What follows belongs to an exercise in optimizing a design on an open flow for small area, a short achievable clock period and few clock cycles; a production flow would make more cautious choices. Power and IR drop assume default switching activity.

==> flow/design.v <==
module comb_divsqrt (
    input  wire        clk,
    input  wire        rst,        
    input  wire        start,      
    input  wire        op,         
    input  wire        sat,
    input  wire [55:0] a,          
    input  wire [55:0] b,          
    output wire        ready,
    output reg         done,
    output wire [55:0] result,
    output reg         flag_n,
    output reg         flag_z,
    output reg         flag_v,
    output reg         trap
);
    localparam S_IDLE = 2'd0, S_PREP = 2'd1, S_ITER = 2'd2, S_FIN = 2'd3;
    reg  [1:0]  state;
    reg  [5:0]  cnt;
    reg         r_sqrt, r_sat, r_neg;    
    reg         r_aneg;                  
    reg         r_bneg;                  
    reg         r_trap, r_zero, first;
    reg         q0;                      
    reg  [5:0]  lza, lzb;                
    reg         a_p2;                    
    reg         s_b, s_t, s_0;           
    reg  [58:0] R;       
    reg  [57:0] B;       
    reg  [55:0] Q;       
    reg         f2, f_up, f_negd, f_pos, f_ovs, f_trap, f_vsq;
    assign ready  = (state == S_IDLE) || (state == S_FIN);
    assign result = Q;
    wire take = start && ready;
    wire [55:0] a_1 = a ^ {56{a[55]}};
    wire [55:0] b_1 = b ^ {56{b[55]}};
    wire [5:0]  lz_a, lz_b;
    comb_divsqrt_lzc u_lza (.v({1'b0, a[55:1] ^ a[54:0]}), .n(lz_a));
    comb_divsqrt_lzc u_lzb (.v({1'b0, b[55:1] ^ b[54:0]}), .n(lz_b));
    wire        a_p2_in = a[55] && !(|(~a[55:1] & a[54:0]));
    wire        b_zero  = (b == 56'd0);
    wire [6:0]  dl    = {1'b0, lzb} - {1'b0, lza};            
    wire [5:0]  kd    = dl[5:0] + {5'd0, a_p2};               
    wire        k_neg = (lzb + {5'd0, a_p2} + 6'd1) < lza;    
    wire [5:0]  amt   = r_sqrt ? {lzb[5:1] + 5'd1, 1'b0} : (dl[6] ? 6'd0 : dl[5:0]);
    wire [57:0] shp   = a_p2 ? {B[55:0], {2{r_bneg}}} : {1'b0, B[55:0], r_bneg};
    wire [58:0] sh0   = amt[0] ? {shp[57:0], r_bneg}        : {1'b0, shp};
    wire [58:0] sh1   = amt[1] ? {sh0[56:0], {2{r_bneg}}}   : sh0;
    wire [58:0] sh2   = amt[2] ? {sh1[54:0], {4{r_bneg}}}   : sh1;
    wire [58:0] sh3   = amt[3] ? {sh2[50:0], {8{r_bneg}}}   : sh2;
    wire [58:0] sh4   = amt[4] ? {sh3[42:0], {16{r_bneg}}}  : sh3;
    wire [58:0] sh    = amt[5] ? {sh4[26:0], {32{r_bneg}}}  : sh4;
    wire        sq_b0 = (lzb[5:1] == 5'd28);                  
    wire [5:0]  js    = 6'd26 - {1'b0, lzb[5:1]};             
    wire [5:0]  cnt_p = r_sqrt ? js : (dl[6] ? {5'd0, a_p2} : kd);
    wire        no_it = r_sqrt ? (r_neg || lzb[5:1] >= 5'd27) : (r_trap || k_neg);
    wire [55:0] abs_a = R[56:1] + {55'd0, r_aneg};
    wire        sub   = !R[58];                               
    wire        negd = !r_sqrt && r_neg;
    wire [55:0] Qg   = first ? {{55{negd}}, q0} : Q;
    wire [57:0] opd  = ({58{s_b}} & B) |
                       ({58{s_t}} & {1'b0, Q[54:0], 2'b11}) |
                       ({58{s_0}} & {55'd0, q0, 2'b11});
    wire [58:0] Y    = {sub, opd[57:2] ^ {56{sub}}, opd[1] ^ (sub & s_b), opd[0] ^ sub};
    wire        cin  = sub ^ (s_b && r_bneg);
    wire [59:0] dfx  = {R, 1'b1} + {Y, cin};
    wire [58:0] D    = dfx[59:1];
    wire        q    = !D[58];
    wire [58:0] R_it = r_sqrt ? {D[56:0], B[54:53]} : {D[57:0], 1'b0};
    wire        tie   = (D == 59'd0);                       
    wire        up    = !r_zero && q && (r_sqrt || !tie || (Qg[0] ^ negd));
    wire [55:0] Qf    = first ? {{55{f_negd}}, q0} : Q;
    wire        ovf   = f_pos && Qf[55];                    
    wire [55:0] X     = Qf ^ {56{f_ovs}};
    wire [55:0] X1    = X + 56'd1;
    wire        inc   = f_up ^ f_negd;
    wire [55:0] res   = inc ? X1 : X;
    wire        res_z = inc ? (X1 == 56'd0) : (X == 56'd0);
    always @(posedge clk) begin
        R      <= R_it;
        cnt    <= cnt - 6'd1;
        lza    <= lz_a;
        lzb    <= lz_b;
        a_p2   <= a_p2_in && !op;
        r_aneg <= a[55];
        s_b    <= !r_sqrt;
        s_t    <= (state != S_PREP) && r_sqrt;
        s_0    <= (state == S_PREP) && r_sqrt;
        f_up   <= up;
        f_negd <= negd;
        f_pos  <= !r_sqrt && !r_neg;
        f_ovs  <= !r_sqrt && !r_neg && r_sat && Qg[55];
        f_trap <= r_trap;
        f_vsq  <= r_sqrt && r_neg;
        trap   <= f_trap;
        flag_n <= res[55];
        flag_z <= res_z;
        flag_v <= ovf || f_vsq;
        if (rst) begin
            state <= S_IDLE;
            done  <= 1'b0;
            f2    <= 1'b0;
        end else begin
            done <= 1'b0;
            f2   <= 1'b0;
            if (f2) begin
                done   <= 1'b1;
                Q      <= res;
            end
            case (state)
                S_PREP: begin
                    first  <= 1'b1;
                    r_zero <= r_sqrt ? (r_neg || sq_b0) : k_neg;
                    q0     <= r_sqrt ? !(r_neg || sq_b0) : r_neg;
                    B      <= sh[57:0];
                    if (r_sqrt) R <= {55'd0, sh[58:57] - 2'd1, sh[56:55]};
                    else        R <= {2'b0, abs_a, 1'b0};
                    cnt    <= cnt_p;
                    state  <= no_it ? S_FIN : S_ITER;
                end
                S_ITER: begin
                    first <= 1'b0;
                    if (r_sqrt) B <= {B[55:0], 2'b00};
                    Q     <= {Qg[54:0], q ^ negd};
                    if (cnt == 6'd0) state <= S_FIN;
                end
                S_FIN: begin
                    f2     <= 1'b1;
                    state  <= S_IDLE;
                end
                default: ;
            endcase
            if (take) begin
                state  <= S_PREP;
                R      <= {2'b0, a_1, 1'b0};
                B      <= {2'b0, b_1};
                r_bneg <= !op && b[55];
                r_trap <= !op && b_zero;
                r_sqrt <= op;
                r_sat  <= sat;
                r_neg  <= op ? b[55] : (a[55] ^ b[55]);
            end
        end
    end
endmodule
module comb_divsqrt_lzc (
    input  wire [55:0] v,
    output wire [5:0]  n
);
    wire [63:0] x = {v, 8'hff};
    wire [31:0] z1;  wire [31:0]     c1;
    wire [15:0] z2;  wire [16*2-1:0] c2;
    wire [7:0]  z3;  wire [8*3-1:0]  c3;
    wire [3:0]  z4;  wire [4*4-1:0]  c4;
    wire [1:0]  z5;  wire [2*5-1:0]  c5;
    genvar i;
    generate
        for (i = 0; i < 32; i = i + 1) begin : l1
            assign z1[i] = !(x[2*i+1] | x[2*i]);
            assign c1[i] = !x[2*i+1];
        end
        for (i = 0; i < 16; i = i + 1) begin : l2
            assign z2[i] = z1[2*i+1] & z1[2*i];
            assign c2[2*i+1:2*i] = z1[2*i+1] ? {1'b1, c1[2*i]} : {1'b0, c1[2*i+1]};
        end
        for (i = 0; i < 8; i = i + 1) begin : l3
            assign z3[i] = z2[2*i+1] & z2[2*i];
            assign c3[3*i+2:3*i] = z2[2*i+1] ? {1'b1, c2[2*(2*i)+1:2*(2*i)]}
                                             : {1'b0, c2[2*(2*i+1)+1:2*(2*i+1)]};
        end
        for (i = 0; i < 4; i = i + 1) begin : l4
            assign z4[i] = z3[2*i+1] & z3[2*i];
            assign c4[4*i+3:4*i] = z3[2*i+1] ? {1'b1, c3[3*(2*i)+2:3*(2*i)]}
                                             : {1'b0, c3[3*(2*i+1)+2:3*(2*i+1)]};
        end
        for (i = 0; i < 2; i = i + 1) begin : l5
            assign z5[i] = z4[2*i+1] & z4[2*i];
            assign c5[5*i+4:5*i] = z4[2*i+1] ? {1'b1, c4[4*(2*i)+3:4*(2*i)]}
                                             : {1'b0, c4[4*(2*i+1)+3:4*(2*i+1)]};
        end
    endgenerate
    assign n = z5[1] ? {1'b1, c5[4:0]} : {1'b0, c5[9:5]};
endmodule
make LEC_CHECK=0 CAP_MARGIN=20 CORE_MARGIN=2 CORE_UTILIZATION=40 SETUP_SLACK_MARGIN=5 SLEW_MARGIN=20 finish   # period 9.0 ns
run.sh (not shown) runs the stock make flow with config.mk's settings and CLKGATE_MAP_FILE= SYNTH_SCRIPT=/design/flow/synth_recipe.tcl, a recipe that flattens the netlist after the stock synthesis.
==> next run, changes <==
--- a/flow/design.v
+++ b/flow/design.v
@@ -65,11 +65,13 @@
     wire        cin  = sub ^ (s_b && r_bneg);
     wire [59:0] dfx  = {R, 1'b1} + {Y, cin};
     wire [58:0] D    = dfx[59:1];
     wire        q    = !D[58];
     wire [58:0] R_it = r_sqrt ? {D[56:0], B[54:53]} : {D[57:0], 1'b0};
-    wire        tie   = (D == 59'd0);                       
+    wire [58:0] t_p   = R ^ Y;
+    wire [58:0] t_o   = R | Y;
+    wire        tie   = (t_p[0] == cin) && (t_p[58:1] == t_o[57:0]);
     wire        up    = !r_zero && q && (r_sqrt || !tie || (Qg[0] ^ negd));
     wire [55:0] Qf    = first ? {{55{f_negd}}, q0} : Q;
     wire        ovf   = f_pos && Qf[55];                    
     wire [55:0] X     = Qf ^ {56{f_ovs}};
     wire [55:0] X1    = X + 56'd1;
- The changed run ran to the end with no violations
- critical path depth is higher by 2
- core utilization rises by 0.76 points
- maximum frequency went up by 13%
- setup slack gets better by 0.54 ns
- wire length came out higher by 6.3%
- clock-buffer cell count goes up by 1
- non-clock buffer count came out higher by 55
No functional check of the RTL was part of any run of this note.

---

north:
Another version of the RTL of comb_divsqrt (not shown whole).
For scale: about 220 flip-flops, about 180 I/O pins, about 30000 um^2 of cells after synthesis.
make LEC_CHECK=0 ABC_AREA=1 CAP_MARGIN=20 CORE_MARGIN=2 CORE_UTILIZATION=40 SETUP_SLACK_MARGIN=5 SLEW_MARGIN=20 finish   # period 9.0 ns
north: done, clean on timing, DRC and antenna
### north -> south
-- flow/design.v --
<<< north, line 143
    wire        q    = !D[58];
    wire [58:0] R_it = r_sqrt ? {D[56:0], B[51:50]} : {D[57:0], 1'b0};
    wire [58:0] t_p   = R ^ Y;
    wire [58:0] t_o   = R | Y;
    wire        tie   = (t_p[0] == cin) && (t_p[58:1] == t_o[57:0]);
    wire        up    = !r_zero && q && (r_sqrt || !tie || (Qg[0] ^ negd));
    wire [55:0] Qf    = first ? {{53{f_negd}}, q0} : Q;
>>> south, line 143
    wire        q    = !D[58];
    wire [58:0] R_it = r_sqrt ? {D[56:0], B[51:50]} : {D[57:0], 1'b0};
    wire        tie   = (D == 59'd0);
    wire        up    = !r_zero && q && (r_sqrt || !tie || (Qg[0] ^ negd));
    wire [55:0] Qf    = first ? {{53{f_negd}}, q0} : Q;
### Flow results
- Final core utilization: south > north
- Against north as the reference, south delivers a higher total wire length after detailed routing.
- On endpoint required time on the critical path: between north and south, it ends up higher for south.
- Compared with north, south has less setup slack.
- [compare] base=north new=south: power consumed by sequential cells down about 5%; count of routing violations after the opening detailed-route iteration up 667.
- From north to south the numbers moved as follows: post-synthesis instance area fell by about 7%, number of instances in the synthesized netlist fell by 6.8%, wire length per cell rose by 6.7%, post-placement cell count fell by about 6%.
Function was not checked in any run of this note: the RTL went through the layout flow alone.

-- separate check: timing with driven ports --
In the flow no input, the clock included, has a driving cell. The finished layouts below were timed again as built, in two steps. Step 1 assumes that a clkbuf_16 drives the clock port and a buf_2 every other input. Step 2, shift: input delay + t, output delay - t, t = (earliest + latest rising clock arrival at the registers) / 2. This alone moves slack from input paths to output paths. a / b / c = ideal / step 1 / step 2; a / b = the first two.
run | shift t [ns] | slack for setup (ns) | slew at the worst register clock pin (ns) | cell pins on the clock port's net
the first run of note 1 | 0.676 | 4.426 / 4.426 / 4.395 | 0.07 / 0.07 | 1
the second run of note 1 | 0.682 | 4.969 / 4.969 / 4.385 | 0.07 / 0.07 | 1
north | 0.688 | 4.944 / 4.917 / 4.331 | 0.07 / 0.07 | 1
south | 0.688 | 4.899 / 4.899 / 4.408 | 0.07 / 0.07 | 1
After both steps every run listed still meets setup and hold. For north, which loses most, drivers alone change the setup slack by -0.027 ns; drivers and shift together by -0.613 ns.
